What follows belongs to an exercise in optimizing a design on an open flow for small area, a short achievable clock period and few clock cycles per item; a production flow would make more cautious choices.
No functional check of the RTL was part of any run shown here.

File: design/flow/design.v
module bic_adv (
    input  wire [31:0] s,
    output wire [31:0] n
);
    function automatic [31:0] advance32(input [31:0] v);
        integer i;
        reg [31:0] x;
        begin
            x = v;
            for (i = 0; i < 32; i = i + 1)
                x = (x >> 1) ^ (x[0] ? 32'h8020_0003 : 32'h0);
            advance32 = x;
        end
    endfunction
    assign n = advance32(s);
endmodule
module bic_whiten (
    input  wire [31:0] x,
    output wire [31:7] d
);
    wire [31:0] w0  = x ^ (x >> 16);
    wire t1 = w0[26] ^ w0[19];
    wire t2 = w0[26] & w0[19];
    wire t3 = w0[25] ^ w0[23] ^ w0[17];
    wire t4 = (w0[25] & w0[23]) | (w0[17] & (w0[25] ^ w0[23]));
    wire t5 = w0[27] ^ w0[20];
    wire t6 = w0[27] & w0[20];
    wire t7 = w0[26] ^ w0[24] ^ w0[18];
    wire t8 = (w0[26] & w0[24]) | (w0[18] & (w0[26] ^ w0[24]));
    wire t9 = w0[12] ^ w0[10] ^ w0[2];
    wire t10 = (w0[12] & w0[10]) | (w0[2] & (w0[12] ^ w0[10]));
    wire t11 = w0[27] ^ w0[25] ^ w0[19];
    wire t12 = (w0[27] & w0[25]) | (w0[19] & (w0[27] ^ w0[25]));
    wire t13 = w0[13] ^ w0[11] ^ w0[3];
    wire t14 = (w0[13] & w0[11]) | (w0[3] & (w0[13] ^ w0[11]));
    wire t15 = w0[29] ^ w0[22];
    wire t16 = w0[29] & w0[22];
    wire t17 = w0[28] ^ w0[26] ^ w0[20];
    wire t18 = (w0[28] & w0[26]) | (w0[20] & (w0[28] ^ w0[26]));
    wire t19 = w0[14] ^ w0[12] ^ w0[4];
    wire t20 = (w0[14] & w0[12]) | (w0[4] & (w0[14] ^ w0[12]));
    wire t21 = w0[30] ^ w0[23] ^ w0[16];
    wire t22 = (w0[30] & w0[23]) | (w0[16] & (w0[30] ^ w0[23]));
    wire t23 = w0[29] ^ w0[27] ^ w0[21];
    wire t25 = w0[15] ^ w0[13] ^ w0[5];
    wire t27 = w0[31] ^ w0[24] ^ w0[17];
    wire t29 = w0[16] ^ w0[9];
    wire t30 = w0[16] & w0[9];
    wire t31 = w0[15] ^ w0[13] ^ w0[7];
    wire t32 = (w0[15] & w0[13]) | (w0[7] & (w0[15] ^ w0[13]));
    wire t33 = w0[17] ^ w0[10];
    wire t34 = w0[17] & w0[10];
    wire t35 = w0[16] ^ w0[14] ^ w0[8];
    wire t36 = (w0[16] & w0[14]) | (w0[8] & (w0[16] ^ w0[14]));
    wire t37 = w0[18] ^ w0[11] ^ w0[4];
    wire t38 = (w0[18] & w0[11]) | (w0[4] & (w0[18] ^ w0[11]));
    wire t39 = w0[17] ^ w0[15] ^ w0[9];
    wire t40 = (w0[17] & w0[15]) | (w0[9] & (w0[17] ^ w0[15]));
    wire t41 = w0[3] ^ w0[0] ^ w0[1];
    wire t42 = (w0[3] & w0[0]) | (w0[1] & (w0[3] ^ w0[0]));
    wire t43 = w0[19] ^ w0[12];
    wire t44 = w0[19] & w0[12];
    wire t45 = w0[18] ^ w0[16] ^ w0[10];
    wire t46 = (w0[18] & w0[16]) | (w0[10] & (w0[18] ^ w0[16]));
    wire t47 = w0[20] ^ w0[13] ^ w0[6];
    wire t48 = (w0[20] & w0[13]) | (w0[6] & (w0[20] ^ w0[13]));
    wire t49 = ~w0[4] ^ ~w0[2];
    wire t50 = ~w0[4] & ~w0[2];
    wire t51 = w0[19] ^ w0[17] ^ w0[11];
    wire t52 = (w0[19] & w0[17]) | (w0[11] & (w0[19] ^ w0[17]));
    wire t53 = w0[21] ^ w0[14] ^ w0[7];
    wire t54 = (w0[21] & w0[14]) | (w0[7] & (w0[21] ^ w0[14]));
    wire t55 = ~w0[0] ^ w0[5] ^ w0[3];
    wire t56 = (~w0[0] & w0[5]) | (w0[3] & (~w0[0] ^ w0[5]));
    wire t57 = w0[20] ^ w0[18] ^ w0[12];
    wire t58 = (w0[20] & w0[18]) | (w0[12] & (w0[20] ^ w0[18]));
    wire t59 = w0[22] ^ w0[15] ^ w0[8];
    wire t60 = (w0[22] & w0[15]) | (w0[8] & (w0[22] ^ w0[15]));
    wire t61 = ~w0[1] ^ w0[6] ^ w0[4];
    wire t62 = (~w0[1] & w0[6]) | (w0[4] & (~w0[1] ^ w0[6]));
    wire t63 = w0[21] ^ w0[19] ^ w0[13];
    wire t64 = (w0[21] & w0[19]) | (w0[13] & (w0[21] ^ w0[19]));
    wire t65 = w0[23] ^ w0[16] ^ w0[9];
    wire t66 = (w0[23] & w0[16]) | (w0[9] & (w0[23] ^ w0[16]));
    wire t67 = ~w0[2] ^ w0[7] ^ w0[5];
    wire t68 = (~w0[2] & w0[7]) | (w0[5] & (~w0[2] ^ w0[7]));
    wire t69 = w0[22] ^ w0[20] ^ w0[14];
    wire t70 = (w0[22] & w0[20]) | (w0[14] & (w0[22] ^ w0[20]));
    wire t71 = w0[24] ^ w0[17] ^ w0[10];
    wire t72 = (w0[24] & w0[17]) | (w0[10] & (w0[24] ^ w0[17]));
    wire t73 = ~w0[3] ^ w0[8] ^ w0[6];
    wire t74 = (~w0[3] & w0[8]) | (w0[6] & (~w0[3] ^ w0[8]));
    wire t75 = w0[23] ^ w0[21] ^ w0[15];
    wire t76 = (w0[23] & w0[21]) | (w0[15] & (w0[23] ^ w0[21]));
    wire t77 = w0[25] ^ w0[18] ^ w0[11];
    wire t78 = (w0[25] & w0[18]) | (w0[11] & (w0[25] ^ w0[18]));
    wire t79 = ~w0[4] ^ w0[9] ^ w0[7];
    wire t80 = (~w0[4] & w0[9]) | (w0[7] & (~w0[4] ^ w0[9]));
    wire t81 = w0[24] ^ w0[22] ^ w0[16];
    wire t82 = (w0[24] & w0[22]) | (w0[16] & (w0[24] ^ w0[22]));
    wire t83 = t1 ^ w0[12] ^ w0[5];
    wire t84 = (t1 & w0[12]) | (w0[5] & (t1 ^ w0[12]));
    wire t85 = w0[10] ^ w0[8] ^ ~w0[0];
    wire t86 = (w0[10] & w0[8]) | (~w0[0] & (w0[10] ^ w0[8]));
    wire t87 = t3 ^ w0[11] ^ w0[9];
    wire t88 = (t3 & w0[11]) | (w0[9] & (t3 ^ w0[11]));
    wire t89 = t5 ^ w0[13] ^ w0[6];
    wire t90 = (t5 & w0[13]) | (w0[6] & (t5 ^ w0[13]));
    wire t91 = w0[0] ^ w0[1] ^ ~t2;
    wire t92 = (w0[0] & w0[1]) | (~t2 & (w0[0] ^ w0[1]));
    wire t93 = t7 ^ t9 ^ t4;
    wire t94 = (t7 & t9) | (t4 & (t7 ^ t9));
    wire t95 = w0[28] ^ w0[21] ^ w0[14];
    wire t96 = (w0[28] & w0[21]) | (w0[14] & (w0[28] ^ w0[21]));
    wire t97 = w0[7] ^ w0[0] ^ t6;
    wire t98 = (w0[7] & w0[0]) | (t6 & (w0[7] ^ w0[0]));
    wire t99 = t11 ^ t13 ^ w0[0];
    wire t100 = (t11 & t13) | (w0[0] & (t11 ^ t13));
    wire t101 = w0[1] ^ t8 ^ t10;
    wire t102 = (w0[1] & t8) | (t10 & (w0[1] ^ t8));
    wire t103 = t15 ^ w0[15] ^ w0[8];
    wire t104 = (t15 & w0[15]) | (w0[8] & (t15 ^ w0[15]));
    wire t105 = t17 ^ t19 ^ w0[2];
    wire t106 = (t17 & t19) | (w0[2] & (t17 ^ t19));
    wire t107 = t21 ^ w0[9] ^ w0[0];
    wire t108 = (t21 & w0[9]) | (w0[0] & (t21 ^ w0[9]));
    wire t109 = t12 ^ t14 ^ ~t16;
    wire t110 = (t12 & t14) | (~t16 & (t12 ^ t14));
    wire t111 = t23 ^ t25 ^ w0[3];
    wire t113 = t27 ^ w0[10] ^ w0[1];
    wire t115 = t18 ^ t20 ^ ~t22;
    wire t117 = w0[10] ^ w0[3];
    wire t118 = w0[10] & w0[3];
    wire t119 = w0[9] ^ w0[7] ^ w0[0];
    wire t120 = (w0[9] & w0[7]) | (w0[0] & (w0[9] ^ w0[7]));
    wire t121 = w0[11] ^ w0[4];
    wire t122 = w0[11] & w0[4];
    wire t123 = w0[10] ^ w0[8] ^ w0[2];
    wire t124 = (w0[10] & w0[8]) | (w0[2] & (w0[10] ^ w0[8]));
    wire t125 = w0[12] ^ w0[5];
    wire t126 = w0[12] & w0[5];
    wire t127 = w0[11] ^ w0[9] ^ w0[3];
    wire t128 = (w0[11] & w0[9]) | (w0[3] & (w0[11] ^ w0[9]));
    wire t129 = w0[13] ^ w0[6];
    wire t130 = w0[13] & w0[6];
    wire t131 = w0[12] ^ w0[10] ^ w0[4];
    wire t132 = (w0[12] & w0[10]) | (w0[4] & (w0[12] ^ w0[10]));
    wire t133 = w0[14] ^ w0[7] ^ w0[0];
    wire t134 = (w0[14] & w0[7]) | (w0[0] & (w0[14] ^ w0[7]));
    wire t135 = w0[13] ^ w0[11] ^ w0[5];
    wire t136 = (w0[13] & w0[11]) | (w0[5] & (w0[13] ^ w0[11]));
    wire t137 = w0[15] ^ w0[8] ^ w0[1];
    wire t138 = (w0[15] & w0[8]) | (w0[1] & (w0[15] ^ w0[8]));
    wire t139 = w0[14] ^ w0[12] ^ w0[6];
    wire t140 = (w0[14] & w0[12]) | (w0[6] & (w0[14] ^ w0[12]));
    wire t141 = t29 ^ w0[2] ^ w0[0];
    wire t142 = (t29 & w0[2]) | (w0[0] & (t29 ^ w0[2]));
    wire t143 = t31 ^ w0[0] ^ w0[1];
    wire t144 = (t31 & w0[0]) | (w0[1] & (t31 ^ w0[0]));
    wire t145 = t33 ^ w0[3] ^ t30;
    wire t146 = (t33 & w0[3]) | (t30 & (t33 ^ w0[3]));
    wire t147 = t35 ^ w0[2] ^ t32;
    wire t148 = (t35 & w0[2]) | (t32 & (t35 ^ w0[2]));
    wire t149 = t37 ^ w0[0] ^ t34;
    wire t150 = (t37 & w0[0]) | (t34 & (t37 ^ w0[0]));
    wire t151 = t39 ^ t41 ^ t36;
    wire t152 = (t39 & t41) | (t36 & (t39 ^ t41));
    wire t153 = t43 ^ w0[5] ^ t38;
    wire t154 = (t43 & w0[5]) | (t38 & (t43 ^ w0[5]));
    wire t155 = t45 ^ t40 ^ t42;
    wire t156 = (t45 & t40) | (t42 & (t45 ^ t40));
    wire t157 = t47 ^ t49 ^ t44;
    wire t158 = (t47 & t49) | (t44 & (t47 ^ t49));
    wire t159 = t51 ^ t55 ^ t46;
    wire t160 = (t51 & t55) | (t46 & (t51 ^ t55));
    wire t161 = t53 ^ t48 ^ t50;
    wire t162 = (t53 & t48) | (t50 & (t53 ^ t48));
    wire t163 = t57 ^ t61 ^ t52;
    wire t164 = (t57 & t61) | (t52 & (t57 ^ t61));
    wire t165 = t59 ^ t54 ^ ~t56;
    wire t166 = (t59 & t54) | (~t56 & (t59 ^ t54));
    wire t167 = t63 ^ t67 ^ t58;
    wire t168 = (t63 & t67) | (t58 & (t63 ^ t67));
    wire t169 = t65 ^ t60 ^ ~t62;
    wire t170 = (t65 & t60) | (~t62 & (t65 ^ t60));
    wire t171 = t69 ^ t73 ^ t64;
    wire t172 = (t69 & t73) | (t64 & (t69 ^ t73));
    wire t173 = t71 ^ t66 ^ ~t68;
    wire t174 = (t71 & t66) | (~t68 & (t71 ^ t66));
    wire t175 = t75 ^ t79 ^ t70;
    wire t176 = (t75 & t79) | (t70 & (t75 ^ t79));
    wire t177 = t77 ^ t72 ^ ~t74;
    wire t178 = (t77 & t72) | (~t74 & (t77 ^ t72));
    wire t179 = t81 ^ t85 ^ t76;
    wire t180 = (t81 & t85) | (t76 & (t81 ^ t85));
    wire t181 = t83 ^ t78 ^ ~t80;
    wire t182 = (t83 & t78) | (~t80 & (t83 ^ t78));
    wire t183 = t87 ^ t91 ^ t82;
    wire t184 = (t87 & t91) | (t82 & (t87 ^ t91));
    wire t185 = t89 ^ t84 ^ ~t86;
    wire t186 = (t89 & t84) | (~t86 & (t89 ^ t84));
    wire t187 = t93 ^ t88 ^ t92;
    wire t188 = (t93 & t88) | (t92 & (t93 ^ t88));
    wire t189 = t95 ^ t97 ^ t90;
    wire t190 = (t95 & t97) | (t90 & (t95 ^ t97));
    wire t191 = t99 ^ t101 ^ t94;
    wire t192 = (t99 & t101) | (t94 & (t99 ^ t101));
    wire t193 = t103 ^ t96 ^ t98;
    wire t194 = (t103 & t96) | (t98 & (t103 ^ t96));
    wire t195 = t105 ^ t109 ^ t100;
    wire t196 = (t105 & t109) | (t100 & (t105 ^ t109));
    wire t197 = t107 ^ ~t102 ^ t104;
    wire t198 = (t107 & ~t102) | (t104 & (t107 ^ ~t102));
    wire t199 = t111 ^ t115 ^ t106;
    wire t201 = t113 ^ t108 ^ ~t110;
    wire t203 = w0[5] ^ ~w0[3];
    wire t204 = w0[5] & ~w0[3];
    wire t205 = w0[6] ^ ~w0[4];
    wire t206 = w0[6] & ~w0[4];
    wire t207 = w0[7] ^ w0[0] ^ ~w0[5];
    wire t208 = (w0[7] & w0[0]) | (~w0[5] & (w0[7] ^ w0[0]));
    wire t209 = w0[8] ^ w0[1] ^ ~w0[6];
    wire t210 = (w0[8] & w0[1]) | (~w0[6] & (w0[8] ^ w0[1]));
    wire t211 = w0[9] ^ w0[2] ^ ~w0[7];
    wire t212 = (w0[9] & w0[2]) | (~w0[7] & (w0[9] ^ w0[2]));
    wire t213 = ~t117 ^ w0[8] ^ w0[6];
    wire t214 = (~t117 & w0[8]) | (w0[6] & (~t117 ^ w0[8]));
    wire t215 = t119 ^ ~t121 ^ w0[1];
    wire t216 = (t119 & ~t121) | (w0[1] & (t119 ^ ~t121));
    wire t217 = t123 ^ ~t125 ^ t120;
    wire t218 = (t123 & ~t125) | (t120 & (t123 ^ ~t125));
    wire t219 = t127 ^ ~t129 ^ t124;
    wire t220 = (t127 & ~t129) | (t124 & (t127 ^ ~t129));
    wire t221 = t131 ^ ~t133 ^ t128;
    wire t222 = (t131 & ~t133) | (t128 & (t131 ^ ~t133));
    wire t223 = t135 ^ ~t137 ^ t132;
    wire t224 = (t135 & ~t137) | (t132 & (t135 ^ ~t137));
    wire t225 = t139 ^ ~t141 ^ t136;
    wire t226 = (t139 & ~t141) | (t136 & (t139 ^ ~t141));
    wire t227 = t143 ^ ~t145 ^ t140;
    wire t228 = (t143 & ~t145) | (t140 & (t143 ^ ~t145));
    wire t229 = t147 ^ ~t149 ^ t144;
    wire t230 = (t147 & ~t149) | (t144 & (t147 ^ ~t149));
    wire t231 = t151 ^ ~t153 ^ t148;
    wire t232 = (t151 & ~t153) | (t148 & (t151 ^ ~t153));
    wire t233 = t155 ^ ~t157 ^ t152;
    wire t234 = (t155 & ~t157) | (t152 & (t155 ^ ~t157));
    wire t235 = t159 ^ ~t161 ^ t156;
    wire t236 = (t159 & ~t161) | (t156 & (t159 ^ ~t161));
    wire t237 = t163 ^ ~t165 ^ t160;
    wire t238 = (t163 & ~t165) | (t160 & (t163 ^ ~t165));
    wire t239 = t167 ^ ~t169 ^ t164;
    wire t240 = (t167 & ~t169) | (t164 & (t167 ^ ~t169));
    wire t241 = t171 ^ ~t173 ^ t168;
    wire t242 = (t171 & ~t173) | (t168 & (t171 ^ ~t173));
    wire t243 = t175 ^ ~t177 ^ t172;
    wire t244 = (t175 & ~t177) | (t172 & (t175 ^ ~t177));
    wire t245 = t179 ^ ~t181 ^ t176;
    wire t246 = (t179 & ~t181) | (t176 & (t179 ^ ~t181));
    wire t247 = t183 ^ ~t185 ^ t180;
    wire t248 = (t183 & ~t185) | (t180 & (t183 ^ ~t185));
    wire t249 = t187 ^ ~t189 ^ t184;
    wire t250 = (t187 & ~t189) | (t184 & (t187 ^ ~t189));
    wire t251 = t191 ^ ~t193 ^ t188;
    wire t252 = (t191 & ~t193) | (t188 & (t191 ^ ~t193));
    wire t253 = t195 ^ ~t197 ^ t192;
    wire t254 = (t195 & ~t197) | (t192 & (t195 ^ ~t197));
    wire t255 = t199 ^ ~t201 ^ t196;
    wire t257 = w0[3] ^ ~w0[0];
    wire t258 = w0[3] & ~w0[0];
    wire t259 = w0[4] ^ ~w0[2] ^ w0[0];
    wire t260 = (w0[4] & ~w0[2]) | (w0[0] & (w0[4] ^ ~w0[2]));
    wire t261 = ~t203 ^ w0[0] ^ w0[1];
    wire t262 = (~t203 & w0[0]) | (w0[1] & (~t203 ^ w0[0]));
    wire t263 = t205 ^ ~w0[2] ^ t204;
    wire t264 = (t205 & ~w0[2]) | (t204 & (t205 ^ ~w0[2]));
    wire t265 = t207 ^ ~w0[3] ^ t206;
    wire t266 = (t207 & ~w0[3]) | (t206 & (t207 ^ ~w0[3]));
    wire t267 = t209 ^ ~w0[4] ^ t208;
    wire t268 = (t209 & ~w0[4]) | (t208 & (t209 ^ ~w0[4]));
    wire t269 = t211 ^ ~w0[5] ^ t210;
    wire t270 = (t211 & ~w0[5]) | (t210 & (t211 ^ ~w0[5]));
    wire t271 = ~t213 ^ w0[0] ^ t212;
    wire t272 = (~t213 & w0[0]) | (t212 & (~t213 ^ w0[0]));
    wire t273 = t215 ^ ~t118 ^ t214;
    wire t274 = (t215 & ~t118) | (t214 & (t215 ^ ~t118));
    wire t275 = t217 ^ ~t122 ^ t216;
    wire t276 = (t217 & ~t122) | (t216 & (t217 ^ ~t122));
    wire t277 = t219 ^ ~t126 ^ t218;
    wire t278 = (t219 & ~t126) | (t218 & (t219 ^ ~t126));
    wire t279 = t221 ^ ~t130 ^ t220;
    wire t280 = (t221 & ~t130) | (t220 & (t221 ^ ~t130));
    wire t281 = t223 ^ ~t134 ^ t222;
    wire t282 = (t223 & ~t134) | (t222 & (t223 ^ ~t134));
    wire t283 = t225 ^ ~t138 ^ t224;
    wire t284 = (t225 & ~t138) | (t224 & (t225 ^ ~t138));
    wire t285 = t227 ^ ~t142 ^ t226;
    wire t286 = (t227 & ~t142) | (t226 & (t227 ^ ~t142));
    wire t287 = t229 ^ ~t146 ^ t228;
    wire t288 = (t229 & ~t146) | (t228 & (t229 ^ ~t146));
    wire t289 = t231 ^ ~t150 ^ t230;
    wire t290 = (t231 & ~t150) | (t230 & (t231 ^ ~t150));
    wire t291 = t233 ^ ~t154 ^ t232;
    wire t292 = (t233 & ~t154) | (t232 & (t233 ^ ~t154));
    wire t293 = t235 ^ ~t158 ^ t234;
    wire t294 = (t235 & ~t158) | (t234 & (t235 ^ ~t158));
    wire t295 = t237 ^ ~t162 ^ t236;
    wire t296 = (t237 & ~t162) | (t236 & (t237 ^ ~t162));
    wire t297 = t239 ^ ~t166 ^ t238;
    wire t298 = (t239 & ~t166) | (t238 & (t239 ^ ~t166));
    wire t299 = t241 ^ ~t170 ^ t240;
    wire t300 = (t241 & ~t170) | (t240 & (t241 ^ ~t170));
    wire t301 = t243 ^ ~t174 ^ t242;
    wire t302 = (t243 & ~t174) | (t242 & (t243 ^ ~t174));
    wire t303 = t245 ^ ~t178 ^ t244;
    wire t304 = (t245 & ~t178) | (t244 & (t245 ^ ~t178));
    wire t305 = t247 ^ ~t182 ^ t246;
    wire t306 = (t247 & ~t182) | (t246 & (t247 ^ ~t182));
    wire t307 = t249 ^ ~t186 ^ t248;
    wire t308 = (t249 & ~t186) | (t248 & (t249 ^ ~t186));
    wire t309 = t251 ^ ~t190 ^ t250;
    wire t310 = (t251 & ~t190) | (t250 & (t251 ^ ~t190));
    wire t311 = t253 ^ ~t194 ^ t252;
    wire t312 = (t253 & ~t194) | (t252 & (t253 ^ ~t194));
    wire t313 = t255 ^ ~t198 ^ t254;
    wire [31:0] ra = {~t313, ~t311, ~t309, ~t307, ~t305, ~t303, ~t301, ~t299, ~t297, ~t295, ~t293, ~t291, ~t289, ~t287, ~t285, ~t283, ~t281, ~t279, ~t277, ~t275, ~t273, t271, t269, t267, t265, t263, ~t261, t259, t257, w0[2], w0[1], w0[0]};
    wire [31:0] rb = {~t312, ~t310, ~t308, ~t306, ~t304, ~t302, ~t300, ~t298, ~t296, ~t294, ~t292, ~t290, ~t288, ~t286, ~t284, ~t282, ~t280, ~t278, ~t276, ~t274, t272, t270, t268, t266, t264, ~t262, t260, t258, ~w0[1], w0[0], 1'b0, 1'b0};
    wire [31:0] g0 = ra & rb;
    wire [31:0] p0 = ra ^ rb;
    reg  [31:0] G, Pp;
    reg  [31:0] c;         
    integer i, s;
    always @(*) begin
        G  = g0;
        Pp = p0;
        for (s = 1; s < 32; s = s * 2)
            for (i = 2*s - 1; i < 32; i = i + 2*s) begin
                G[i]  = G[i] | (Pp[i] & G[i-s]);
                Pp[i] = Pp[i] & Pp[i-s];
            end
        for (s = 8; s >= 1; s = s / 2)
            for (i = 3*s - 1; i < 32; i = i + 2*s) begin
                G[i]  = G[i] | (Pp[i] & G[i-s]);
                Pp[i] = Pp[i] & Pp[i-s];
            end
        c[0] = 1'b0;
        for (i = 1; i < 32; i = i + 1)
            c[i] = G[i-1];
    end
    wire [31:0] w1 = p0 ^ c;
    wire [31:0] v  = w1 ^ (w1 >> 15);
    assign d = v[31:7];
endmodule
module bic_elem (
    input  wire [7:0]  code,
    input  wire        fmt,        
    input  wire [4:0]  emx,
    input  wire [1:0]  rmode,      
    input  wire [31:7] draw,
    input  wire        kill,       
    output wire [7:0]  q
);
    wire [4:0] e   = fmt ? code[6:2] : {1'b0, code[6:3]};
    wire       en  = (e != 5'd0);
    wire [3:0] sig = fmt ? {1'b0, en, code[1:0]} : {en, code[2:0]};
    wire [4:0] sh  = emx - (en ? e : 5'd1);
    reg  [38:7] wide;
    integer b, k;
    always @(*) begin
        for (b = 7; b <= 38; b = b + 1) begin
            wide[b] = 1'b0;
            for (k = 0; k < 4; k = k + 1)
                if (36 + k - b >= 0 && 36 + k - b <= 31)
                    wide[b] = wide[b] | (sig[k] & (sh == 36 + k - b));
        end
    end
    wire [6:0]  ip   = wide[38:32];
    wire [31:7] frac = wide[31:7];
    reg  [31:0] g, p;
    integer s, i;
    always @(*) begin
        g = {7'b0, frac & draw};
        p = {7'h7F, frac | draw};
        for (s = 1; s < 32; s = s * 2)
            for (i = 0; i < 32; i = i + 2 * s) begin
                g[i + 2*s - 1] = g[i + 2*s - 1] | (p[i + 2*s - 1] & g[i + s - 1]);
                p[i + 2*s - 1] = p[i + 2*s - 1] & p[i + s - 1];
            end
    end
    wire up_sr  = g[31];
    wire up_rne = frac[31] & ((|frac[30:7]) | ip[0]);
    wire up     = (rmode == 2'd0) ? up_rne :
                  (rmode == 2'd2) ? up_sr  : 1'b0;
    wire       sn = code[7];
    wire [7:0] qq = {sn, ip ^ {7{sn}}} + {7'b0, up ^ sn};
    assign q = kill ? 8'd0 : qq;
endmodule
module fp8_block_int8 (
    input  wire        clk,
    input  wire        rst,
    input  wire        in_valid,
    output wire        in_ready,
    input  wire        in_wr,       
    input  wire [5:0]  in_idx,      
    input  wire [63:0] in_data,     
    input  wire        in_fmt,      
    input  wire [1:0]  in_rmode,    
    input  wire [7:0]  in_scale,    
    input  wire        in_first,    
    output wire        out_valid,
    input  wire        out_ready,
    output wire [63:0] out_data,    
    output wire [7:0]  out_scale,   
    output wire [3:0]  out_fault    
);
    reg        rst_r;
    always @(posedge clk)
        rst_r <= rst;
    reg  [1:0] ph;
    reg        seeding;
    reg  [5:0] sc;            
    always @(posedge clk) begin
        if (rst_r) begin
            ph      <= 2'd0;
            seeding <= 1'b1;
            sc      <= 6'd0;
        end else begin
            ph <= ph + 2'd1;
            if (seeding) begin
                sc <= sc + 6'd1;
                if (sc == 6'd63)
                    seeding <= 1'b0;
            end
        end
    end
    reg [31:0] seed_rom;
    always @(*) begin
        case (sc)
            6'd0: seed_rom = 32'h993d6596;
            6'd1: seed_rom = 32'h7f2cf253;
            6'd2: seed_rom = 32'h087b9009;
            6'd3: seed_rom = 32'h283c73bd;
            6'd4: seed_rom = 32'hcfc1fb9e;
            6'd5: seed_rom = 32'hc534f82a;
            6'd6: seed_rom = 32'he8b06896;
            6'd7: seed_rom = 32'h4812cd8a;
            6'd8: seed_rom = 32'h86cd1857;
            6'd9: seed_rom = 32'h59cfd1d4;
            6'd10: seed_rom = 32'hb7f7a6c4;
            6'd11: seed_rom = 32'hfb9b1dbc;
            6'd12: seed_rom = 32'h8ac73944;
            6'd13: seed_rom = 32'hc788f816;
            6'd14: seed_rom = 32'h825e0887;
            6'd15: seed_rom = 32'h3d334ba5;
            6'd16: seed_rom = 32'h4a91fdf1;
            6'd17: seed_rom = 32'h669a7b44;
            6'd18: seed_rom = 32'hcb0afefc;
            6'd19: seed_rom = 32'h16acfebd;
            6'd20: seed_rom = 32'h27b53de6;
            6'd21: seed_rom = 32'h1625dc7a;
            6'd22: seed_rom = 32'hb1267b9f;
            6'd23: seed_rom = 32'he11f2508;
            6'd24: seed_rom = 32'h33c7a85f;
            6'd25: seed_rom = 32'hb582420f;
            6'd26: seed_rom = 32'he03fdeb3;
            6'd27: seed_rom = 32'h839a17a1;
            6'd28: seed_rom = 32'h0c92b806;
            6'd29: seed_rom = 32'h13a6bf3c;
            6'd30: seed_rom = 32'h2f9b099a;
            6'd31: seed_rom = 32'h9f9937fb;
            6'd32: seed_rom = 32'h451e52b6;
            6'd33: seed_rom = 32'h2379d67e;
            6'd34: seed_rom = 32'hc6e7e736;
            6'd35: seed_rom = 32'hedb80d84;
            6'd36: seed_rom = 32'h1442e81e;
            6'd37: seed_rom = 32'h82ce0558;
            6'd38: seed_rom = 32'h6dfc012a;
            6'd39: seed_rom = 32'h4dff1cc0;
            6'd40: seed_rom = 32'h8bc9b2e8;
            6'd41: seed_rom = 32'h37feeba3;
            6'd42: seed_rom = 32'h44c786da;
            6'd43: seed_rom = 32'h3f6d0e8a;
            6'd44: seed_rom = 32'hfab207b6;
            6'd45: seed_rom = 32'h62d9fc9e;
            6'd46: seed_rom = 32'h6977b988;
            6'd47: seed_rom = 32'h1ea59256;
            6'd48: seed_rom = 32'hc0a45ae2;
            6'd49: seed_rom = 32'h9eed372e;
            6'd50: seed_rom = 32'hf4ae9604;
            6'd51: seed_rom = 32'hf0251d56;
            6'd52: seed_rom = 32'h880f0202;
            6'd53: seed_rom = 32'he6877b54;
            6'd54: seed_rom = 32'h2018b822;
            6'd55: seed_rom = 32'h494b81db;
            6'd56: seed_rom = 32'ha5fca182;
            6'd57: seed_rom = 32'h48ba951c;
            6'd58: seed_rom = 32'hc9110276;
            6'd59: seed_rom = 32'h17a82c54;
            6'd60: seed_rom = 32'h6b2ced5a;
            6'd61: seed_rom = 32'h1d347a3f;
            6'd62: seed_rom = 32'h1f567ccf;
            6'd63: seed_rom = 32'h5aeeaacc;
            default: seed_rom = 32'h0;
        endcase
    end
    reg         in_ready_r;
    reg  [1:0]  icnt;           
    reg  [63:0] S0, S1, S2, S3, T;
    wire        fire = in_valid & in_ready_r;
    assign in_ready = in_ready_r;
    always @(posedge clk) begin
        S0 <= in_ready_r ? in_data : S3;
        S1 <= S0;
        S2 <= S1;
        S3 <= S2;
        T  <= S3;
    end
    reg        rin_wr, rin_fmt, rin_par, last_par;
    reg  [1:0] rin_rm;
    reg  [7:0] rin_sc;
    reg  [5:0] rin_idx;
    wire       cap0 = in_ready_r & (icnt == 2'd0);
    always @(posedge clk) begin
        if (cap0) begin
            rin_wr  <= in_wr;
            rin_fmt <= in_fmt;
            rin_rm  <= in_rmode;
            rin_sc  <= in_scale;
            rin_idx <= in_idx;
            rin_par <= in_first ? 1'b0 : ~last_par;
        end
    end
    reg        fire_r;
    reg  [1:0] fbeat_r;
    always @(posedge clk) begin
        fire_r  <= ~rst_r & fire;
        fbeat_r <= icnt;
        if (rst_r)
            last_par <= 1'b1;
        else if (fire_r && fbeat_r == 2'd0 && !rin_wr)
            last_par <= rin_par;
    end
    function automatic gt5(input [4:0] a, input [4:0] b);
        gt5 = (a[4] & ~b[4]) | (~(a[4] ^ b[4]) & ((a[3] & ~b[3]) | (~(a[3] ^ b[3]) &
              ((a[2] & ~b[2]) | (~(a[2] ^ b[2]) & ((a[1] & ~b[1]) | (~(a[1] ^ b[1]) &
              (a[0] & ~b[0]))))))));
    endfunction
    function automatic [4:0] max5(input [4:0] a, input [4:0] b);
        max5 = gt5(a, b) ? a : b;
    endfunction
    wire [9:0] thr_hi = 10'd276 - {2'b0, rin_sc};
    wire [9:0] thr_lo = 10'd22  - {2'b0, rin_sc};    
    reg  [39:0] mx;
    reg  [4:0]  bmax;
    reg         bnz, bbad, bhi, bge, nze;
    reg  [4:0]  ef;
    reg  [5:0]  ebv;
    integer e, w;
    always @(*) begin
        bnz  = 1'b0;
        bbad = 1'b0;
        bhi  = 1'b0;
        bge  = 1'b0;
        for (e = 0; e < 8; e = e + 1) begin
            if (!rin_fmt) begin
                ef   = {1'b0, S0[8*e+3 +: 4]};
                bbad = bbad | (S0[8*e +: 7] == 7'h7F);
            end else begin
                ef   = S0[8*e+2 +: 5];
                bbad = bbad | (S0[8*e+2 +: 5] == 5'd31);
            end
            if (ef == 5'd0)
                ef = 5'd1;
            ebv = {1'b0, ef} + (rin_fmt ? 6'd1 : 6'd9);
            nze = (S0[8*e +: 7] != 7'd0);
            mx[5*e +: 5] = nze ? ef : 5'd0;
            bnz = bnz | nze;
            bhi = bhi | (nze && {4'b0, ebv} > thr_hi);
            bge = bge | (nze && (thr_lo[9] || {4'b0, ebv} >= thr_lo));
        end
        for (w = 4; w >= 1; w = w / 2)
            for (e = 0; e < w; e = e + 1)
                mx[5*e +: 5] = max5(mx[10*e +: 5], mx[10*e+5 +: 5]);
        bmax = mx[4:0];
    end
    reg  [4:0] acc_max;
    reg        acc_nz, acc_bad, acc_hi, acc_ge;
    wire       acc_new = fire_r & (fbeat_r == 2'd0);
    wire [4:0] n_max   = !fire_r ? acc_max : acc_new ? bmax : max5(bmax, acc_max);
    wire       n_nz    = !fire_r ? acc_nz  : bnz  | (acc_nz  & ~acc_new);
    wire       n_bad   = !fire_r ? acc_bad : bbad | (acc_bad & ~acc_new);
    wire       n_hi    = !fire_r ? acc_hi  : bhi  | (acc_hi  & ~acc_new);
    wire       n_ge    = !fire_r ? acc_ge  : bge  | (acc_ge  & ~acc_new);
    always @(posedge clk) begin
        acc_max <= n_max;
        acc_nz  <= n_nz;
        acc_bad <= n_bad;
        acc_hi  <= n_hi;
        acc_ge  <= n_ge;
    end
    wire       f_nan = (rin_sc == 8'hFF);
    wire       f_rng = n_nz & (n_hi | ~n_ge);
    wire [3:0] f_flt = f_nan ? 4'd2 : n_bad ? 4'd3 : f_rng ? 4'd4 : 4'd0;
    wire [7:0] f_sum = rin_sc + {3'b0, n_max} - (rin_fmt ? 8'd21 : 8'd13);
    wire [7:0] f_osc = (f_nan | n_bad | f_rng) ? 8'd0 : n_nz ? f_sum : rin_sc;
    wire       f_den = (rin_rm == 2'd2) & ~(f_nan | n_bad | f_rng);
    wire [4:0] f_emx = n_max + {4'b0, ~rin_fmt};
    reg        busy, pend;
    reg  [1:0] pcnt;
    reg        p_wr, p_fmt, p_par, p_den;
    reg  [1:0] p_rm;
    reg  [5:0] p_idx;
    reg  [4:0] p_emx;
    reg  [7:0] p_osc;
    reg  [3:0] p_flt;
    reg  [31:0] wd;
    reg  issue_r;
    wire room;
    wire start  = !seeding && ph == 2'd0 && !busy && pend && (rin_wr || room);
    wire issue  = (start && !rin_wr) ||
                  (busy && !p_wr && ph == pcnt && room);
    wire c_wr   = start ? rin_wr  : p_wr;
    wire [5:0] widx = start ? rin_idx : p_idx;
    wire wapply = (start || busy) && c_wr && ph == widx[4:3];
    wire den    = start ? f_den   : p_den;
    wire par    = start ? rin_par : p_par;
    reg  par_x;
    always @(posedge clk)
        par_x <= (ph == 2'd3) ? rin_par : par;
    wire dcommit = issue & den;
    wire [31:0] wsrc  = (ph == 2'd0) ? S3[31:0] : wd;
    wire [31:0] wval  = seeding ? seed_rom : wsrc;
    wire        wlive = seeding | (wapply & (wsrc != 32'd0));
    wire [5:0]  wgen  = seeding ? {sc[5], sc[1:0], sc[4:2]} : widx;
    always @(posedge clk) begin
        if (rst_r) begin
            busy    <= 1'b0;
            pend    <= 1'b0;
            pcnt    <= 2'd0;
        end else begin
            pend    <= (fire && (icnt == 2'd3 || (icnt == 2'd0 && in_wr))) || (pend && !start);
            if (start) begin
                busy <= rin_wr ? (rin_idx[4:3] != 2'd0) : 1'b1;
                pcnt <= 2'd1;
            end else if (busy) begin
                if (p_wr) begin
                    if (ph == p_idx[4:3])
                        busy <= 1'b0;
                end else if (issue) begin
                    pcnt <= pcnt + 2'd1;
                    if (pcnt == 2'd3)
                        busy <= 1'b0;
                end
            end
        end
        if (start) begin
            p_wr  <= rin_wr;
            p_fmt <= rin_fmt;
            p_par <= rin_par;
            p_den <= f_den;
            p_rm  <= rin_rm;
            p_idx <= rin_idx;
            p_emx <= f_emx;
            p_osc <= f_osc;
            p_flt <= f_flt;
            wd    <= S3[31:0];
        end
    end
    reg  [255:0] G0 [0:3];
    reg  [255:0] G1 [0:3];
    wire [255:0] xr = par_x ? G1[0] : G0[0];
    wire [255:0] tail0, tail1;
    wire [199:0] dnext;      
    reg  [199:0] dreg;
    genvar l;
    generate
        for (l = 0; l < 8; l = l + 1) begin : lane
            wire        xw = wlive && wgen[2:0] == l;
            wire [31:0] xv = xw ? wval : xr[32*l +: 32];
            wire [31:0] nv;
            bic_adv u_adv (.s(xv), .n(nv));
            bic_whiten u_wht (.x(xr[32*l +: 32]), .d(dnext[25*l +: 25]));
            wire t0 = (dcommit && !par) || (xw && !wgen[5]);
            wire t1 = (dcommit &&  par) || (xw &&  wgen[5]);
            assign tail0[32*l +: 32] = t0 ? nv : G0[0][32*l +: 32];
            assign tail1[32*l +: 32] = t1 ? nv : G1[0][32*l +: 32];
        end
    endgenerate
    always @(posedge clk) begin
        G0[0] <= G0[1]; G0[1] <= G0[2]; G0[2] <= G0[3]; G0[3] <= tail0;
        G1[0] <= G1[1]; G1[1] <= G1[2]; G1[2] <= G1[3]; G1[3] <= tail1;
        dreg  <= dnext;
    end
    always @(posedge clk)
        issue_r <= ~rst_r & issue;
    wire [63:0] qv;
    generate
        for (l = 0; l < 8; l = l + 1) begin : cv
            bic_elem u_elem (
                .code  (T[8*l +: 8]),
                .fmt   (p_fmt),
                .emx   (p_emx),
                .rmode (p_rm),
                .draw  (dreg[25*l +: 25]),
                .kill  (p_flt != 4'd0),
                .q     (qv[8*l +: 8])
            );
        end
    endgenerate
    wire [75:0] res = {p_flt, p_osc, qv};
    assign room = (qn + {2'b0, issue_r}) < 3'd4;
    reg  [75:0] F [0:3];
    reg  [75:0] H;
    reg  [1:0]  wp;            
    reg  [1:0]  hc;            
    reg  [2:0]  qn;            
    reg         ov_r;          
    wire        pop   = ov_r & out_ready;
    wire        push  = issue_r;
    wire [1:0]  nxt   = hc + {1'b0, ov_r};
    wire [2:0]  qrem  = qn - {2'b0, ov_r};           
    wire        nxt_ok = (qrem != 3'd0) || push;
    wire [75:0] nxt_v = (qrem == 3'd0) ? res : F[nxt];
    always @(posedge clk) begin
        if (push)
            F[wp] <= res;
        H <= nxt_v;
        if (rst_r) begin
            wp   <= 2'd0;
            hc   <= 2'd0;
            qn   <= 3'd0;
            ov_r <= 1'b0;
        end else begin
            wp   <= wp + {1'b0, push};
            hc   <= hc + {1'b0, pop};
            qn   <= qn + {2'b0, push} - {2'b0, pop};
            ov_r <= !rst && !rst_r && nxt_ok && (!ov_r || out_ready);
        end
    end
    assign out_valid = ov_r;
    assign out_data  = H[63:0];
    assign out_scale = H[71:64];
    assign out_fault = H[75:72];
    wire [1:0] icnt_n   = fire ? ((icnt == 2'd0 && in_wr) ? 2'd0 : icnt + 2'd1) : icnt;
    wire [1:0] ph_n     = ph + 2'd1;
    wire       seed_n   = seeding && sc != 6'd63;
    wire       pend_n   = (fire && (icnt == 2'd3 || (icnt == 2'd0 && in_wr))) || (pend && !start);
    wire       busy_n   = start ? (rin_wr ? (rin_idx[4:3] != 2'd0) : 1'b1) :
                          (busy && !(p_wr ? ph == p_idx[4:3] : (issue && pcnt == 2'd3)));
    wire       pwr_n    = start ? rin_wr : p_wr;
    wire [1:0] pcnt_n   = start ? 2'd1 : (busy && !p_wr && issue) ? pcnt + 2'd1 : pcnt;
    wire       room_n   = (qn + {2'b0, issue_r} + {2'b0, issue}) < 3'd4;
    wire       rwr_n    = cap0 ? in_wr : rin_wr;
    wire       start_n  = !seed_n && ph_n == 2'd0 && !busy_n && pend_n && (rwr_n || room_n);
    wire       issue_n  = busy_n && !pwr_n && ph_n == pcnt_n && room_n;
    wire       slot_ok  = (icnt_n == 2'd0) ? (!pend_n || start_n)
                                           : (!busy_n || pwr_n || pcnt_n > icnt_n || issue_n);
    always @(posedge clk) begin
        in_ready_r <= !rst && !rst_r && !seed_n && ph_n == icnt_n && slot_ok;
        icnt       <= rst_r ? 2'd0 : icnt_n;
    end
endmodule
File: design/flow/run.sh
#!/bin/bash
# synth_recipe.tcl (not shown) runs the flow's synth.tcl, then flattens the netlist and writes it again
# the make line also repeats each setting of config.mk as NAME=value (left out here)
make -C /OpenROAD-flow-scripts/flow DESIGN_CONFIG=/design/flow/config.mk WORK_HOME=/design/flow/orfs CLKGATE_MAP_FILE= SYNTH_SCRIPT=/design/flow/synth_recipe.tcl finish
File: design/flow/config.mk
export PLATFORM = sky130hd
export DESIGN_NAME = fp8_block_int8
export DESIGN_NICKNAME = fp8_block_int8
export VERILOG_FILES = /design/flow/design.v
export SDC_FILE = /design/flow/constraint.sdc
export NUM_CORES = 8
export LEC_CHECK = 0
export CAP_MARGIN = 20
export CORE_MARGIN = 2
export CORE_UTILIZATION = 40
export PLACE_DENSITY = 0.6
export SLEW_MARGIN = 20
File: design/flow/constraint.sdc
create_clock -name core_clock -period 40.0 [get_ports {clk}]
set_input_delay 8.0000 -clock core_clock [delete_from_list [all_inputs] [get_ports {clk}]]
set_output_delay 8.0000 -clock core_clock [all_outputs]
set_load 0.01 [all_outputs]
==> results.sh, run 1 <==
export IMPL_cts_made_buffers=319
export IMPL_viasPerCell=5.05
export IMPL_die_x_um=621
export IMPL_area_growth_pct=13.3
export IMPL_cts_setup_buffers=0
export IMPL_postCtsHoldBufs=0
export IMPL_first_global_vias=97300
export IMPL_cts_sinks=3094
export IMPL_cts_tree="yes"
export IMPL_skew_ns=0.0848
export IMPL_cp_arrival_ns=12.30
export IMPL_routabilityCongestion=0.957
export IMPL_synth_warnings=6
export IMPL_grt_usage_pct=22.0
export IMPL_overflow=0
export IMPL_path_class="flop to flop"
export IMPL_routed_wl_um=431000
export IMPL_post_synth_cell_area_avg_um2=11.2
export IMPL_io_buffers=163
export IMPL_cts_clk_slew_worst_paths_ns=0.08
export IMPL_worstPathRequired_ns=40.87
export IMPL_synth_ff_type="dfxtp_1"
export IMPL_synth_edf_count=369
export IMPL_grt_pass1_wl_um=641000
export IMPL_insertion_delay_ns=0.98
export IMPL_htree_levels=5
export IMPL_ctsLongestPathBuffers=4
export IMPL_synth_seq_cells=3094
export IMPL_vias=97400
export IMPL_cp_slowest_cell="xor2_1"
export IMPL_start_util_pct=40.2
export IMPL_finalSetupViolations=0
export IMPL_hold_violations=0
export IMPL_final_nets=15800
export IMPL_synthDistinctLibCells=106
export IMPL_routedWlPerCell_um=22.3
export IMPL_fin_tns_setup_ns=0
export IMPL_antenna_found_initial=18
export IMPL_hold_path_class="flop to flop"
export IMPL_synthCells=13600
export IMPL_rows=226
export IMPL_cp_end_kind="flop"
export IMPL_hpwl_um=323000
export IMPL_firstDrtPassIters=9
export IMPL_fp_dieH_um=621
export IMPL_die_area_um2=386000
export IMPL_slowest_delay_ns=0.82
export IMPL_io_pins=165
export IMPL_relSlewSlack_pct=16.7
export IMPL_async_flop_share_pct=0
export IMPL_status="complete, no violations"
export IMPL_syn_cell_area_um2=152000
export IMPL_fill_cells=35100
export IMPL_path_common_cell="xnor2_1"
export IMPL_ant_nets=0
export IMPL_grt_setup_unrepaired="false"
export IMPL_period_minus_slack_ns=11.43
export IMPL_post_cts_resized=0
export IMPL_start_kind="flop"
export IMPL_drtIter0Drc=7363
export IMPL_synth_nets=15400
export IMPL_fin_crit_sh_pct=28.6
export IMPL_drv_cap=0
export IMPL_design_core_area_um2=379000
export IMPL_fmax_mhz=87.5
export IMPL_drc=0
export IMPL_drv_slew=0
export IMPL_cts_root_buf="clkbuf_16"
export IMPL_path_max_fanout=103
export IMPL_drive_above_1_share_pct=10.7
export IMPL_grt_max_degree=104
export IMPL_yosysSeqAreaShare_pct=43.1
export IMPL_max_slew_worst_pin_slew_ns=1.25
[layout by cell type (no fill, tap or decap), types with 124 or more instances in the layout]
master,n
ha_1,580
mux2i_1,527
xnor2_1,1026
a21o_1,130
edfxtp_1,369
nor2_1,692
clkdlybuf4s50_1,163
nor3_1,148
nand3_1,124
inv_1,1597
xor2_1,544
fa_1,1171
dfxtp_1,2722
a21oi_1,446
mux2_2,388
clkbuf_16,329
o21ai_0,472
nand2_1,774
buf_4,343
[through the flow]
| stage | setup slack, ns | area, µm² | std cells | utilization, % | hold slack [ns] |
|---|---|---|---|---|---|
| 2_1_floorplan | 29.84 | 152000 | 13600 | - | 0.310 |
| 3_3_place_gp | 28.47 | 162000 | 18700 | 42.7 | 0.309 |
| 3_5_place_dp | 28.64 | 162000 | 18700 | 42.7 | 0.312 |
| 4_1_cts | 28.58 | 172000 | 19300 | 45.5 | 0.300 |
| 5_1_grt | 27.92 | 173000 | 19300 | 45.5 | 0.308 |
| 6_report | 28.57 | 173000 | 19300 | 45.5 | 0.290 |
[per-layer routing]
metal  wire length, µm  global-route usage, %  vias to the layer above  share of wire, %
met5                23                      0                        -            0.0053
met4             18300                   8.57                        4               4.2
met3             27000                   3.67                      721               6.3
met2            192000                   34.5                     2910                44
met1            194000                   30.4                    48100                45
li1                  -                      -                    45600                 -
[final cells by class]
type / count / area [µm²] / share of cell area [%]
inverters: 1605 / 6020 / 3.49
repair buffers: 509 / 4250 / 2.46
flip-flops and latches: 3094 / 65600 / 38.0
multi-input cells: 8472 / 79600 / 46.1
diodes: 9 / 22.5 / 0.0131
clock buffers: 435 / 9070 / 5.26
well taps: 5016 / 6280 / 3.64
clock inverters: 145 / 1660 / 0.962
[synthesized netlist by cell type, types with 69 or more instances]
library cell / count / share of area, %
dfxtp_1: 2725 / 36
inv_1: 1597 / 3.9
fa_1: 1171 / 15
xnor2_1: 1055 / 6.1
nand2_1: 775 / 1.9
nor2_1: 695 / 1.7
ha_1: 582 / 4.8
xor2_1: 550 / 3.2
mux2i_1: 539 / 3.5
o21ai_0: 478 / 1.6
a21oi_1: 473 / 1.6
mux2_2: 388 / 2.9
edfxtp_1: 369 / 7.3
clkbuf_1: 266 / 0.66
nor3_1: 153 / 0.50
a21o_1: 130 / 0.64
nand3_1: 124 / 0.41
a31oi_1: 86 / 0.35
mux4_2: 75 / 1.1
o31ai_1: 69 / 0.34
[final timing paths]
check	startpoint	end	slack (ns)	cells after the start
hold / removal	G0[1][241]	G0[0][241]	0.29	0
setup reg to reg	par_x	dreg[84]	28.57	28
hold reg to reg	G0[1][241]	G0[0][241]	0.29	0
setup / recovery	par_x	dreg[84]	28.57	28
[state kept, by name, indices dropped and copies added (netlist names), 8 cells and up]
register  count
S3           64
S0           64
wd           32
p_osc         8
dreg        200
H            75
G1         1024
F           300
S2           64
seed_rom     32
rin_sc        8
T            64
G0         1024
S1           64
[critical path: cells and delay by family (launching register included)]
kind,cells,cell delay [ns]
buf+inv,7,3.25
fa+ha+maj,6,2.83
xor+xnor,7,1.81
simple gates,4,1.06
flops,1,0.75
mux,1,0.70
compound gates,3,0.63
[cells by family (layout without fill, tap and decap cells)]
family | after synthesis | count (layout) | synth area share [%]
AOI/OAI and AO/OA | 1775 | 1775 | 7.33
DFF | 3094 | 3094 | 43.1
xor gates and xnor gates | 1646 | 1646 | 9.76
buffers and inverters | 2000 | 2694 | 5.06
muxes | 1017 | 1017 | 7.65
and+or+nand+nor | 2235 | 2235 | 6.64
adders and majority gates | 1798 | 1798 | 20.5
other | 1 | 10 | 0.00246
==> inputs of run 2 (changes only) <==
--- a/design/flow/config.mk
+++ b/design/flow/config.mk
@@ -8,5 +8,5 @@
 export CAP_MARGIN = 20
 export CORE_MARGIN = 2
-export CORE_UTILIZATION = 40
-export PLACE_DENSITY = 0.6
+export CORE_UTILIZATION = 65
+export PLACE_DENSITY = 0.75
 export SLEW_MARGIN = 20
==> results.sh, run 2 <==
export IMPL_synth_top_cell_area_share_pct=35.8
export IMPL_die_x_um=488
export IMPL_start_util_pct=65.4
export IMPL_cts_made_buffers=314
export IMPL_cts_setup_buffers=0
export IMPL_io_pins=165
export IMPL_fin_tns_setup_ns=0
export IMPL_fp_dieH_um=488
export IMPL_cts_root_buf="clkbuf_16"
export IMPL_skew_ns=0.0895
export IMPL_htree_levels=5
export IMPL_yosysSeqAreaShare_pct=43.1
export IMPL_syn_cell_area_um2=152000
export IMPL_cts_clk_slew_worst_paths_ns=0.06
export IMPL_firstDrtPassIters=8
export IMPL_synth_ff_type="dfxtp_1"
export IMPL_synth_most_common_cell="dfxtp_1"
export IMPL_slowest_delay_ns=0.94
export IMPL_relSlewSlack_pct=20.4
export IMPL_largest_registers="G0 (1024), G1 (1024), F (300)"
export IMPL_synth_seq_cells=3094
export IMPL_post_cts_resized=0
export IMPL_synthDistinctLibCells=106
export IMPL_dp_cells=16800
export IMPL_drtIter0Drc=9078
export IMPL_routed_wl_um=441000
export IMPL_hpwl_um=322000
export IMPL_synth_edf_count=369
export IMPL_yosys_area_top_type="dfxtp_1"
export IMPL_routedWlPerCell_um=25.5
export IMPL_synthCells=13600
export IMPL_synth_nets=15400
export IMPL_cp_end_kind="flop"
export IMPL_io_buffers=163
export IMPL_antenna_found_initial=30
export IMPL_grt_busiest_layer="met2"
export IMPL_grt_met2_usage_pct=56.9
export IMPL_grt_max_degree=123
export IMPL_met1_usage_pct=49.3
export IMPL_rows=177
export IMPL_ctsLongestPathBuffers=4
export IMPL_fmax_mhz=91.3
export IMPL_netlist_top_cells_area="dfxtp_1 (36%), fa_1 (15%), edfxtp_1 (7.3%)"
export IMPL_cp_arrival_ns=11.82
export IMPL_path_max_fanout=50
export IMPL_fill_cells=15800
export IMPL_worstPathRequired_ns=40.87
export IMPL_ant_nets=0
export IMPL_worst_slack_ns=29.05
export IMPL_final_cell_mix="dfxtp_1 (2,722), inv_1 (1,594), fa_1 (1,171), xnor2_1 (1,033), nand2_1 (774)"
export IMPL_cp_buffers_inverters=5
export IMPL_async_flop_share_pct=0
export IMPL_design_core_area_um2=233000
export IMPL_start_kind="flop"
export IMPL_final_cell_count_no_fill=17300
export IMPL_insertion_delay_ns=0.99
export IMPL_multi_input_area_um2=79500
export IMPL_synth_common_cells="dfxtp_1 (2,725), inv_1 (1,597), fa_1 (1,171)"
export IMPL_finalSetupViolations=0
export IMPL_synth_warnings=6
export IMPL_final_common_cell="dfxtp_1"
export IMPL_path_common_cell="xnor2_1"
export IMPL_drive_above_1_share_pct=10.1
export IMPL_first_global_vias=105000
export IMPL_postCtsHoldBufs=0
export IMPL_cts_tree="yes"
export IMPL_final_nets=15800
export IMPL_overflow=0
export IMPL_hold_worst_slack_ns=0.288
export IMPL_period_minus_slack_ns=10.95
export IMPL_cp_slowest_cell="xor2_1"
export IMPL_die_area_um2=238000
export IMPL_pre_cts_ws_ns=29.30
export IMPL_grt_pass1_wl_um=660000
export IMPL_grt_usage_pct=37.0
export IMPL_hold_violations=0
export IMPL_routabilityCongestion=1.00
export IMPL_grtUsageMet3_pct=8.57
export IMPL_drc=0
export IMPL_path_delay_family="adder cells"
export IMPL_vias=102000
export IMPL_max_slew_worst_pin_slew_ns=1.19
export IMPL_seq_area_um2=65600
export IMPL_fin_crit_sh_pct=27.4
export IMPL_grt_setup_unrepaired="false"
export IMPL_drv_slew=0
export IMPL_area_growth_pct=11.4
export IMPL_path_class="flop to flop"
export IMPL_viasPerCell=5.87
export IMPL_drv_cap=0
export IMPL_cts_sinks=3094
export IMPL_post_synth_cell_area_avg_um2=11.2
export IMPL_hold_path_class="flop to flop"
export IMPL_status="complete, no violations"
## run 2: final cells by class
| class | count | share of cell area (%) |
|---|---|---|
| inverters | 1605 | 3.55 |
| well taps | 3132 | 2.31 |
| multi-input cells | 8472 | 46.9 |
| clock inverters | 114 | 0.897 |
| clock buffers | 426 | 5.28 |
| diodes | 21 | 0.0310 |
| repair buffers | 479 | 2.39 |
| flip-flops and latches | 3094 | 38.7 |
## run 2: stage by stage
| step | instance area (µm²) | utilization [%] |
|---|---|---|
| floorplan | 152000 | - |
| global placement | 159000 | 68.3 |
| detailed placement | 159000 | 68.4 |
| CTS | 170000 | 72.9 |
| global route | 170000 | 72.9 |
| finish | 170000 | 72.9 |
## run 2: kinds of logic after synthesis
logic type	share of synthesized area, %
AO/OA/AOI/OAI	7.33
multiplexers	7.65
XOR/XNOR	9.76
AND/OR/NAND/NOR	6.64
other	0.00246
flip-flops	43.1
adder cells (fa/ha/maj)	20.5
buffers and inverters	5.06
## run 2: final timing paths
kind | start | to | slack (ns) | cells after the start
worst min-delay path | G0[2][155] | G0[1][155] | 0.29 | 0
worst min register to register | G0[2][155] | G0[1][155] | 0.29 | 0
worst max-delay path | par_x | dreg[184] | 29.05 | 28
worst max register to register | par_x | dreg[184] | 29.05 | 28
## run 2: routing by layer
metal / vias up / part of all wire [%]
met5: - / 0.016
met4: 10 / 5.6
met3: 990 / 9.1
met2: 4433 / 44
met1: 50900 / 41
li1: 45500 / -
==> inputs of run 3 (changes only) <==
--- a/design/flow/config.mk
+++ b/design/flow/config.mk
@@ -6,7 +6,7 @@
 export NUM_CORES = 8
 export LEC_CHECK = 0
-export CAP_MARGIN = 20
+export CAP_MARGIN = 50
 export CORE_MARGIN = 2
 export CORE_UTILIZATION = 65
 export PLACE_DENSITY = 0.75
-export SLEW_MARGIN = 20
+export SLEW_MARGIN = 80
==> results.sh, run 3 <==
export IMPL_cts_root_buf="clkbuf_16"
export IMPL_netlist_top_cells_area="dfxtp_1 (36%), fa_1 (15%), edfxtp_1 (7.3%)"
export IMPL_skew_ns=0.111
export IMPL_r2r_setup_slack_ns=28.75
export IMPL_hold_violations=0
export IMPL_antenna_found_initial=36
export IMPL_yosysSeqAreaShare_pct=43.1
export IMPL_io_buffers=163
export IMPL_htree_levels=5
export IMPL_die_x_um=488
export IMPL_r2r_end="dreg[34]"
export IMPL_overflow=0
export IMPL_first_global_vias=116000
export IMPL_fill_cells=11300
export IMPL_cts_tree="yes"
export IMPL_ctsLongestPathBuffers=4
export IMPL_post_cts_resized=0
export IMPL_status="complete, no violations"
export IMPL_synth_ff_type="dfxtp_1"
export IMPL_synthDistinctLibCells=106
export IMPL_cts_made_buffers=316
export IMPL_synth_edf_count=369
export IMPL_fin_crit_sh_pct=28.1
export IMPL_final_nets=16700
export IMPL_start_kind="flop"
export IMPL_cp_end_kind="flop"
export IMPL_rows=177
export IMPL_final_cell_mix="dfxtp_1 (2,586), inv_1 (1,494), fa_1 (1,162), nand2_1 (753), nor2_1 (610)"
export IMPL_postCtsHoldBufs=0
export IMPL_synth_seq_cells=3094
export IMPL_insertion_delay_ns=1.02
export IMPL_fin_area_um2=194000
export IMPL_placed_cell_area_um2=178000
export IMPL_synth_top_cell_area_share_pct=35.8
export IMPL_area_growth_pct=27.2
export IMPL_timing_rr_start="par_x"
export IMPL_period_minus_slack_ns=11.25
export IMPL_die_area_um2=238000
export IMPL_seq_area_um2=65900
export IMPL_syn_cell_area_um2=152000
export IMPL_cts_sinks=3094
export IMPL_yosys_area_top_type="dfxtp_1"
export IMPL_multi_input_area_um2=95000
export IMPL_post_synth_cell_area_avg_um2=11.2
export IMPL_drive_above_1_share_pct=26.2
export IMPL_worstPathRequired_ns=40.89
export IMPL_hpwl_um=360000
export IMPL_final_common_cell="dfxtp_1"
export IMPL_reg2reg_depth=42
export IMPL_path_common_cell="xnor2_1"
export IMPL_cp_arrival_ns=12.14
export IMPL_path_class="flop to flop"
export IMPL_drc=0
export IMPL_drtIter0Drc=12700
export IMPL_endpoint="dreg[34]"
export IMPL_cp_slowest_cell="clkdlybuf4s50_1"
export IMPL_drv_cap=0
export IMPL_relSlewSlack_pct=64.9
export IMPL_fmax_mhz=88.9
export IMPL_grt_max_degree=45
export IMPL_largest_registers="G0 (1024), G1 (1024), F (300)"
export IMPL_cts_clk_slew_worst_paths_ns=0.08
export IMPL_max_slew_worst_pin_slew_ns=0.524
export IMPL_io_pins=165
export IMPL_ant_nets=0
export IMPL_routed_wl_um=536000
export IMPL_cts_setup_buffers=0
export IMPL_synthCells=13600
export IMPL_firstDrtPassIters=9
export IMPL_drv_slew=0
export IMPL_start_util_pct=65.4
export IMPL_slowest_delay_ns=0.54
export IMPL_synth_warnings=6
export IMPL_design_core_area_um2=233000
export IMPL_routedWlPerCell_um=29.3
export IMPL_grt_usage_pct=41.1
export IMPL_viasPerCell=6.24
export IMPL_fin_tns_setup_ns=0
export IMPL_vias=114000
export IMPL_synth_most_common_cell="dfxtp_1"
export IMPL_hold_path_class="flop to flop"
export IMPL_grt_setup_unrepaired="false"
export IMPL_path_max_fanout=20
export IMPL_async_flop_share_pct=0
export IMPL_fp_dieH_um=488
export IMPL_finalSetupViolations=0
export IMPL_synth_common_cells="dfxtp_1 (2,725), inv_1 (1,597), fa_1 (1,171)"
export IMPL_grt_pass1_wl_um=730000
export IMPL_startpoint="par_x"
export IMPL_routabilityCongestion=1.00
export IMPL_synth_nets=15400
run 3: cell counts after synthesis:
Identical to the previous run, type by type.
run 3: per-layer routing:
layer	global-route usage (%)	part of all wire, %
met1	52.2	36
met2	63.5	45
met3	9.75	11
met4	26.2	8.5
met5	0	0.029
run 3: how the worst min path moves through the flow:
stage	start	endpoint	slack (ns)	cells past startpoint
CTS	G1[2][144]	G1[1][144]	0.24	0
global placement	G1[2][219]	G1[1][219]	0.31	0
global route	G1[2][144]	G1[1][144]	0.26	0
detailed placement	S2[29]	S3[29]	0.31	0
finish	G1[2][144]	G1[1][144]	0.26	0
floorplan	G0[1][0]	G0[0][0]	0.31	0
run 3: critical path: cells and delay by family, from the launching register on:
kind / cells / cell delay (ns)
buffers and inverters: 19 / 5.83
AO/OA/AOI/OAI: 8 / 1.65
adder cells (fa/ha/maj): 4 / 1.25
XOR/XNOR: 7 / 1.08
AND/OR/NAND/NOR: 3 / 0.62
flip-flops: 1 / 0.43
multiplexers: 1 / 0.27
run 3: logic make-up after synthesis:
group | count (synthesis) | share of synthesized area, %
fa+ha+maj | 1798 | 20.5
simple gates | 2235 | 6.64
compound gates | 1775 | 7.33
flops | 3094 | 43.1
buf+inv | 2000 | 5.06
mux | 1017 | 7.65
other cells | 1 | 0.00246
xor+xnor | 1646 | 9.76
run 3: final cells by class:
cell class	instances	area share, %
Inverter	1605	3.17
Antenna cell	20	0.0258
Timing Repair Buffer	1404	6.36
Clock buffer	422	4.63
Tap cell	3132	2.02
Sequential cell	3094	34.0
Multi-Input combinational cell	8472	49.0
Clock inverter	132	0.801
run 3: per-stage QoR:
stage               utilization (%)  hold slack, ns  setup WS, ns  instances
finish                         83.3           0.258         28.75      18300
global route                   83.2           0.258         28.40      18300
CTS                            80.9           0.243         28.95      18200
detailed placement             76.4           0.312         28.52      17600
global placement               68.3           0.309         29.21      16800
floorplan                         -           0.310         29.84      13600

-- afterwards: timing with drivers on the ports --
The results above use ideal ports. As a check the final layouts listed here were re-extracted and re-timed, cells and wires unchanged.
Step 1 assumes that a clkbuf_16 drives the clock port and a buf_2 every other input.
Step 2 moves the port delays by t, midway between the first and last clock arrival at a register: inputs arrive t later, outputs are due t later. That takes back most of the time a late clock gives input paths.
Three values: ideal, step 1, step 2; two values: the first two.
run	t, ns	setup WS [ns]	worst slew at a driven data input, ns
run 1	1.022	28.572 / 28.572 / 28.572	0.05
run 2	1.046	29.052 / 29.052 / 29.052	0.14
run 3	1.069	28.749 / 28.749 / 28.389	0.13
After both steps every run listed still meets setup and hold. For run 3, which loses most, drivers alone change the setup slack by 0.000 ns; drivers and shift together by -0.360 ns.
